This design comes from an exercise in tuning for small area, a short achievable clock period and few clock cycles per item on the open sky130 flow, not from production work. The RTL was checked by simulation tests, not by an equivalence proof against the original design.

==> flow/config.mk <==
export PLATFORM = sky130hd
export DESIGN_NAME = wovin_vlane
export DESIGN_NICKNAME = wovin_vlane
export VERILOG_FILES = /design/flow/design.v
export SDC_FILE = /design/flow/constraint.sdc
export NUM_CORES = 4
export LEC_CHECK = 0
export CAP_MARGIN = 20
export CORE_MARGIN = 2
export CORE_UTILIZATION = 25
export GPL_ROUTABILITY_DRIVEN = 1
export PLACE_DENSITY = 0.45
export SLEW_MARGIN = 20
==> flow/constraint.sdc <==
create_clock -name core_clock -period 15.0 [get_ports {clk}]
set_input_delay 3.0000 -clock core_clock [delete_from_list [all_inputs] [get_ports {clk}]]
set_output_delay 3.0000 -clock core_clock [all_outputs]
set_load 0.01 [all_outputs]
==> flow/design.v <==
module wovin_vlane (
    input  wire        clk,
    input  wire        rst,
    input  wire        in_valid,
    output wire        in_ready,
    input  wire [7:0]  op,
    input  wire [7:0]  fn,
    input  wire [47:0] a,
    input  wire [47:0] b,
    input  wire [47:0] c,
    input  wire [47:0] d,
    input  wire [47:0] g,
    output reg         out_valid,
    output reg  [47:0] out_d,
    output reg  [47:0] out_c
);
    localparam [7:0] OP_VADD  = 8'h60, OP_VSUB  = 8'h61, OP_VADDH = 8'h62,
                     OP_VSUBH = 8'h63, OP_VAND  = 8'h64, OP_VOR   = 8'h65,
                     OP_VXOR  = 8'h66, OP_VSLL  = 8'h67, OP_VSRA  = 8'h68,
                     OP_VMAC  = 8'h69, OP_VMUL  = 8'h6A, OP_VRND  = 8'h6B,
                     OP_VCMUL = 8'h6C, OP_VCMAC = 8'h6D, OP_VABSH = 8'h6E,
                     OP_VNEGH = 8'h6F, OP_VBCST = 8'h70, OP_VSEL  = 8'h75,
                     OP_VCMP  = 8'h76, OP_VMAX  = 8'h77, OP_VMIN  = 8'h78,
                     OP_VBFLY = 8'h7B;
    localparam [1:0] S_IDLE = 2'd0, S_MUL = 2'd1, S_FIN = 2'd2;
    reg [1:0]  state;
    reg [1:0]  step;
    reg [7:0]  op_q, fn_q;
    reg [47:0] a_q, b_q, c_q, d_q, g_q;
    reg signed [48:0] acc_re, acc_im;
    assign in_ready = (state == S_IDLE);
    function [23:0] sat24_of28;           
        input signed [27:0] x;
        begin
            if (x > 28'sd8388607)        sat24_of28 = 24'h7FFFFF;
            else if (x < -28'sd8388608)  sat24_of28 = 24'h800000;
            else                         sat24_of28 = x[23:0];
        end
    endfunction
    function [23:0] sat24_of25;           
        input signed [24:0] x;
        begin
            if (x > 25'sd8388607)        sat24_of25 = 24'h7FFFFF;
            else if (x < -25'sd8388608)  sat24_of25 = 24'h800000;
            else                         sat24_of25 = x[23:0];
        end
    endfunction
    function [47:0] sat48_of50;           
        input signed [49:0] x;
        begin
            if (x > $signed({2'b00, 1'b0, {47{1'b1}}}))      sat48_of50 = {1'b0, {47{1'b1}}};
            else if (x < $signed({2'b11, 1'b1, {47{1'b0}}})) sat48_of50 = {1'b1, {47{1'b0}}};
            else                                              sat48_of50 = x[47:0];
        end
    endfunction
    function [23:0] rnd22_sat;
        input signed [49:0] x;
        input               halve;
        reg signed [49:0] r;
        reg signed [27:0] y;
        begin
            r = (x + 50'sd2097152) >>> 22;
            y = r[27:0];
            if (halve) y = (y + 28'sd1) >>> 1;
            rnd22_sat = sat24_of28(y);
        end
    endfunction
    wire signed [23:0] a_hi = a_q[47:24], a_lo = a_q[23:0];
    wire signed [23:0] b_hi = b_q[47:24], b_lo = b_q[23:0];
    wire signed [23:0] c_hi = c_q[47:24], c_lo = c_q[23:0];
    wire is_cplx = (op_q == OP_VCMUL) || (op_q == OP_VCMAC) || (op_q == OP_VBFLY);
    wire conj    = (op_q == OP_VCMUL || op_q == OP_VCMAC) && fn_q[0];
    wire signed [23:0] x_re = (op_q == OP_VBFLY) ? c_hi : a_hi;
    wire signed [23:0] x_im = (op_q == OP_VBFLY) ? c_lo : a_lo;
    reg signed [23:0] mul_x, mul_y;
    always @(*) begin
        if (is_cplx) begin
            case (step)
                2'd0: begin mul_x = x_re; mul_y = b_hi; end
                2'd1: begin mul_x = x_im; mul_y = b_lo; end
                2'd2: begin mul_x = x_re; mul_y = b_lo; end
                default: begin mul_x = x_im; mul_y = b_hi; end
            endcase
        end else begin
            mul_x = fn_q[0] ? a_lo : a_hi;
            mul_y = fn_q[1] ? b_lo : b_hi;
        end
    end
    wire signed [47:0] prod = mul_x * mul_y;
    wire signed [48:0] prod_x = {prod[47], prod};
    reg [47:0] res_d, res_c;
    reg signed [49:0] t50, u50;
    reg signed [64:0] r65a, r65b;
    reg        [5:0]  sh6;
    reg        [3:0]  sh;
    reg               cmp;
    always @(*) begin
        res_d = 48'd0;
        res_c = c_q;
        t50   = 50'sd0;
        u50   = 50'sd0;
        r65a  = 65'sd0;
        r65b  = 65'sd0;
        sh6   = g_q[5:0];
        sh    = fn_q[5:2];
        cmp   = 1'b0;
        case (op_q)
            OP_VADD:  res_d = a_q + b_q;
            OP_VSUB:  res_d = a_q - b_q;
            OP_VADDH: res_d = {sat24_of25($signed({a_hi[23], a_hi}) + $signed({b_hi[23], b_hi})),
                               sat24_of25($signed({a_lo[23], a_lo}) + $signed({b_lo[23], b_lo}))};
            OP_VSUBH: res_d = {sat24_of25($signed({a_hi[23], a_hi}) - $signed({b_hi[23], b_hi})),
                               sat24_of25($signed({a_lo[23], a_lo}) - $signed({b_lo[23], b_lo}))};
            OP_VAND:  res_d = a_q & b_q;
            OP_VOR:   res_d = a_q | b_q;
            OP_VXOR:  res_d = a_q ^ b_q;
            OP_VSLL:  res_d = (sh6 >= 6'd48) ? 48'd0 : (a_q << sh6);
            OP_VSRA: begin
                if (sh6 >= 6'd48) res_d = {48{a_q[47]}};
                else              res_d = $signed(a_q) >>> sh6;
            end
            OP_VMAC: begin
                t50 = $signed({{2{acc_re[48]}}, acc_re[47:0]}) >>> sh;
                if (fn_q[6]) res_d = sat48_of50($signed({{2{d_q[47]}}, d_q}) - t50);
                else         res_d = sat48_of50($signed({{2{d_q[47]}}, d_q}) + t50);
            end
            OP_VMUL: begin
                t50   = $signed({{2{acc_re[48]}}, acc_re[47:0]}) >>> sh;
                res_d = t50[47:0];
            end
            OP_VRND: begin
                if (fn_q[5:0] == 6'd0) begin
                    r65a = $signed({{17{a_q[47]}}, a_q});
                    r65b = $signed({{17{b_q[47]}}, b_q});
                end else begin
                    r65a = ($signed({{17{a_q[47]}}, a_q}) + (65'sd1 <<< (fn_q[5:0] - 6'd1))) >>> fn_q[5:0];
                    r65b = ($signed({{17{b_q[47]}}, b_q}) + (65'sd1 <<< (fn_q[5:0] - 6'd1))) >>> fn_q[5:0];
                end
                res_d = {(r65a > 65'sd8388607) ? 24'h7FFFFF : (r65a < -65'sd8388608) ? 24'h800000 : r65a[23:0],
                         (r65b > 65'sd8388607) ? 24'h7FFFFF : (r65b < -65'sd8388608) ? 24'h800000 : r65b[23:0]};
            end
            OP_VCMUL: begin
                res_d = {rnd22_sat({acc_re[48], acc_re}, 1'b0),
                         rnd22_sat({acc_im[48], acc_im}, 1'b0)};
            end
            OP_VCMAC: begin
                t50   = $signed({acc_re[48], acc_re}) >>> sh;
                u50   = $signed({acc_im[48], acc_im}) >>> sh;
                res_d = sat48_of50($signed({{2{d_q[47]}}, d_q}) + t50);
                res_c = sat48_of50($signed({{2{c_q[47]}}, c_q}) + u50);
            end
            OP_VABSH: res_d = {sat24_of25(a_hi[23] ? -$signed({a_hi[23], a_hi}) : $signed({a_hi[23], a_hi})),
                               sat24_of25(a_lo[23] ? -$signed({a_lo[23], a_lo}) : $signed({a_lo[23], a_lo}))};
            OP_VNEGH: res_d = {sat24_of25(-$signed({a_hi[23], a_hi})),
                               sat24_of25(-$signed({a_lo[23], a_lo}))};
            OP_VBCST: res_d = g_q;
            OP_VSEL:  res_d = c_q[0] ? a_q : b_q;
            OP_VCMP: begin
                case (fn_q[1:0])
                    2'd0: cmp = (a_q == b_q);
                    2'd1: cmp = ($signed(a_q) <  $signed(b_q));
                    2'd2: cmp = (a_q < b_q);
                    default: cmp = ($signed(a_q) <= $signed(b_q));
                endcase
                res_d = {47'd0, cmp};
            end
            OP_VMAX:  res_d = ($signed(a_q) > $signed(b_q)) ? a_q : b_q;
            OP_VMIN:  res_d = ($signed(a_q) < $signed(b_q)) ? a_q : b_q;
            OP_VBFLY: begin
                t50 = $signed({{4{a_hi[23]}}, a_hi, 22'd0}) + $signed({acc_re[48], acc_re});
                u50 = $signed({{4{a_hi[23]}}, a_hi, 22'd0}) - $signed({acc_re[48], acc_re});
                res_d[47:24] = rnd22_sat(t50, fn_q[0]);
                res_c[47:24] = rnd22_sat(u50, fn_q[0]);
                t50 = $signed({{4{a_lo[23]}}, a_lo, 22'd0}) + $signed({acc_im[48], acc_im});
                u50 = $signed({{4{a_lo[23]}}, a_lo, 22'd0}) - $signed({acc_im[48], acc_im});
                res_d[23:0] = rnd22_sat(t50, fn_q[0]);
                res_c[23:0] = rnd22_sat(u50, fn_q[0]);
            end
            default: res_d = 48'd0;
        endcase
    end
    wire uses_mul = (op == OP_VMAC) || (op == OP_VMUL) || (op == OP_VCMUL) ||
                    (op == OP_VCMAC) || (op == OP_VBFLY);
    always @(posedge clk) begin
        if (rst) begin
            state     <= S_IDLE;
            step      <= 2'd0;
            out_valid <= 1'b0;
        end else begin
            out_valid <= 1'b0;
            case (state)
                S_IDLE: begin
                    if (in_valid) begin
                        op_q  <= op;
                        fn_q  <= fn;
                        a_q   <= a;
                        b_q   <= b;
                        c_q   <= c;
                        d_q   <= d;
                        g_q   <= g;
                        step  <= 2'd0;
                        state <= uses_mul ? S_MUL : S_FIN;
                    end
                end
                S_MUL: begin
                    if (is_cplx) begin
                        case (step)
                            2'd0: acc_re <= prod_x;
                            2'd1: acc_re <= conj ? acc_re + prod_x : acc_re - prod_x;
                            2'd2: acc_im <= conj ? -prod_x : prod_x;
                            default: acc_im <= acc_im + prod_x;
                        endcase
                        step <= step + 2'd1;
                        if (step == 2'd3) state <= S_FIN;
                    end else begin
                        acc_re <= prod_x;
                        state  <= S_FIN;
                    end
                end
                S_FIN: begin
                    out_d     <= res_d;
                    out_c     <= res_c;
                    out_valid <= 1'b1;
                    state     <= S_IDLE;
                end
                default: state <= S_IDLE;
            endcase
        end
    end
endmodule
==> flow/run.sh <==
#!/bin/bash
# synth_recipe.tcl (not shown) runs the flow's synth.tcl, then flattens the netlist and writes it again
# the make line also repeats each setting of config.mk as NAME=value (left out here)
make -C /OpenROAD-flow-scripts/flow DESIGN_CONFIG=/design/flow/config.mk WORK_HOME=/design/flow/orfs CLKGATE_MAP_FILE= SYNTH_SCRIPT=/design/flow/synth_recipe.tcl finish
==> run summary <==
Final Hold Vio Count=0; syn avg cell area=roughly 7.4 um^2; clock slew at reported path FFs=60 ps; Core Rows=approximately 250; Core Area=roughly 460,000 um^2; CP peak stage delay=640 ps; Port Buffers=roughly 360; grt ovf=0; most common cell after layout, fill and taps aside=nand2_1; Layout area overhead=13.6%; GP Congestion=roughly 1.1; status=timing/DRC/antenna clean; Hold WC Path Type=reg -> reg; Max Root-Sink Buffers=3; Hold-fix buffers, CTS=0; number of synthesized flops with an enable pin=roughly 450; total number of H-tree levels=2; utilization after layout=0.285; fillers=50.4k; Max Cap Violations=0; Total Routing Usage GR=0.339; Post-synth ARST share=0; Total Die Area=between 400,000 and 500,000 um^2; Root Buffer=clkbuf_16; Worst Skew=roughly 47 ps; YS warnings=1; Tmin final=~14,000 ps; Worst setup SP type=register; Synth cell types=approximately 130; Worst Path Required=15,550 ps; Synth area leaders=edfxtp_1, fa_1, ha_1; Seq/Total Area, Yosys=0.119; HPWL Detailed=roughly 670,000 um; Synth Cell Area=around 110,000 um^2; dpl ws=about 530 ps; Post-Synthesis Cells=15.5k; vias per cell=6.10; Arr. time, crit path=14,970 ps; max-slew violations=0; vias in the first global route=roughly 120k; most frequent cells in the layout=nand2_1, nor2_1, a21oi_1; Final Cell Area=between 100,000 and 150,000 um^2; Die W=~680 um; first-pass GRT wire length=between 1,000,000 and 1,500,000 um; Worst-Skew Late Latency=between 800 and 900 ps; Mapped Nets=between 15k and 20k; Tightest Pin Transition=~1400 ps; RSZ-0062 raised after global routing=false; Final Setup Violations=0; Setup Crit Path Kind=reg -> reg; largest net degree at the start of global routing=about 140; CTS tree=built; share of cells above drive strength 1=0.0854; DIE HEIGHT=~700 um; Post-Route WL=between 800,000 and 900,000 um; initial antenna violation count=approximately 110; setup TNS=0 ps; Initial Util=0.251; leading area contributor after synthesis=edfxtp_1; total clock sinks=between 400 and 500; Routed Antenna Nets=0; Final Cycle Share=0.961; Crit path top cell by count=fa_1; Final WS setup=a little under 600 ps; I/O pins=around 360; Iter 0 DRT Violations=17.2k; Remaining DRCs=0; slowest stage cell, crit path=or2_2; first-pass detailed-route iteration total=9; Synth Flop Type=edfxtp_1; Placed Area=~130,000 um^2; wire per inst=between 30 and 40 um; Fmax achieved=between 60 and 70 MHz; CP endpoint kind=register; CTS Buf Count=61; Slew HR=0.0356; crit-path max FO=35; routed via count=around 130k; share of the synthesized area in the top cell type=0.118; FF-to-FF setup slack=580 ps; Yosys reg bits=roughly 450; layout net count=between 15k and 20k
cells in the mapped netlist (all sizes together) (322+ instances only):
master  number
xnor2      518
inv       1059
a21oi     1293
fa         622
o21ai     1063
edfxtp     449
nor2      1682
nand2     1742
nand3      322
ha         783
mux2i      415
nor3       360
clkbuf     832
cell type report:
cell class | instances | area (um^2) | area share
sequential | 454 | 13600 | 0.104
tap | 6000 | 7510 | 0.0577
clock buffer | 71 | 1590 | 0.0122
clock inverter | 45 | 459 | 0.00353
antenna | 61 | 153 | 0.00117
inverter | 1073 | 4050 | 0.0311
timing repair buffer | 1068 | 9160 | 0.0704
multi-input combinational | 13000 | 93700 | 0.720
routing by layer:
layer  up-vias  share of wire  track usage
met5         -        0.00028      0.00146
met4        36          0.097        0.273
met3      1742          0.099       0.0857
met2      7575           0.41        0.486
met1     66400           0.40        0.427
li1      56900              -            -
kinds of logic after synthesis:
| group | after synthesis | share of synthesized area |
|---|---|---|
| simple gates | 5432 | 0.220 |
| compound gates | 4818 | 0.276 |
| buf+inv | 2086 | 0.0691 |
| fa+ha+maj | 1411 | 0.195 |
| xor+xnor | 697 | 0.0533 |
| mux | 623 | 0.0688 |
| flops | 454 | 0.119 |
per-stage QoR:
step | cells | hold slack [ps]
2_1_floorplan | 15500 | 481
3_3_place_gp | 21600 | 534
3_5_place_dp | 21600 | 534
4_1_cts | 21700 | 541
5_1_grt | 21700 | 585
6_report | 21800 | 542
critical path: cells and delay by family, from the launching register on:
family	cells	cell delay, ps
buffers and inverters	6	780
xor gates and xnor gates	2	350
muxes	1	350
DFF	1	390
and+or+nand+nor	15	4180
AOI/OAI and AO/OA	13	3390
adders and majority gates	10	4670
path summary, 6_finish.rpt:
| kind | from | endpoint | cells past startpoint |
|---|---|---|---|
| worst max-delay path | step[0] | acc_re[48] | 47 |
| worst min-delay path | step[0] | step[0] | 2 |
| worst max register to register | step[0] | acc_re[48] | 47 |
| worst min register to register | step[0] | step[0] | 2 |
registers in the layout, summed over array words and instances, names as in the netlist, 8 cells and up:
name / count
g_q: 48
out_d: 48
acc_re: 49
acc_im: 49
a_q: 48
b_q: 48
d_q: 48
c_q: 48
out_c: 48
op_q: 8
timing repair:
action                                  CTS  global route
endpoints found under the setup margin    0             1
setup buffers                             0             0
resized for setup                         0             3
Testbench counts, summed over its fixed seeds: cycles 114,228, ops 32,000.

## static timing again, ports no longer ideal
How much do the figures lean on ideal ports? The routed layout below was timed once more, with nothing changed but the port constraints. Step 1, drivers: a clkbuf_16 drives clk and a buf_2 each remaining input, both assumed. Step 2, shift: input delay + t, output delay - t, t = (earliest + latest rising clock arrival at the registers) / 2. This alone moves slack from input paths to output paths. Three values: ideal, step 1, step 2; two values: the first two.
t, ns: 0.944
slack for setup (ns): 0.581 / 0.581 / 0.581
clock arrival spread, ns: 0.047 / 0.048
slew at the worst register clock pin (ns): 0.08 / 0.08
worst slew at a driven data input, ns: 0.14
After both steps this run still meets setup and hold. The setup slack of this run moves by 0.000 ns with the drivers and by 0.000 ns with both steps.
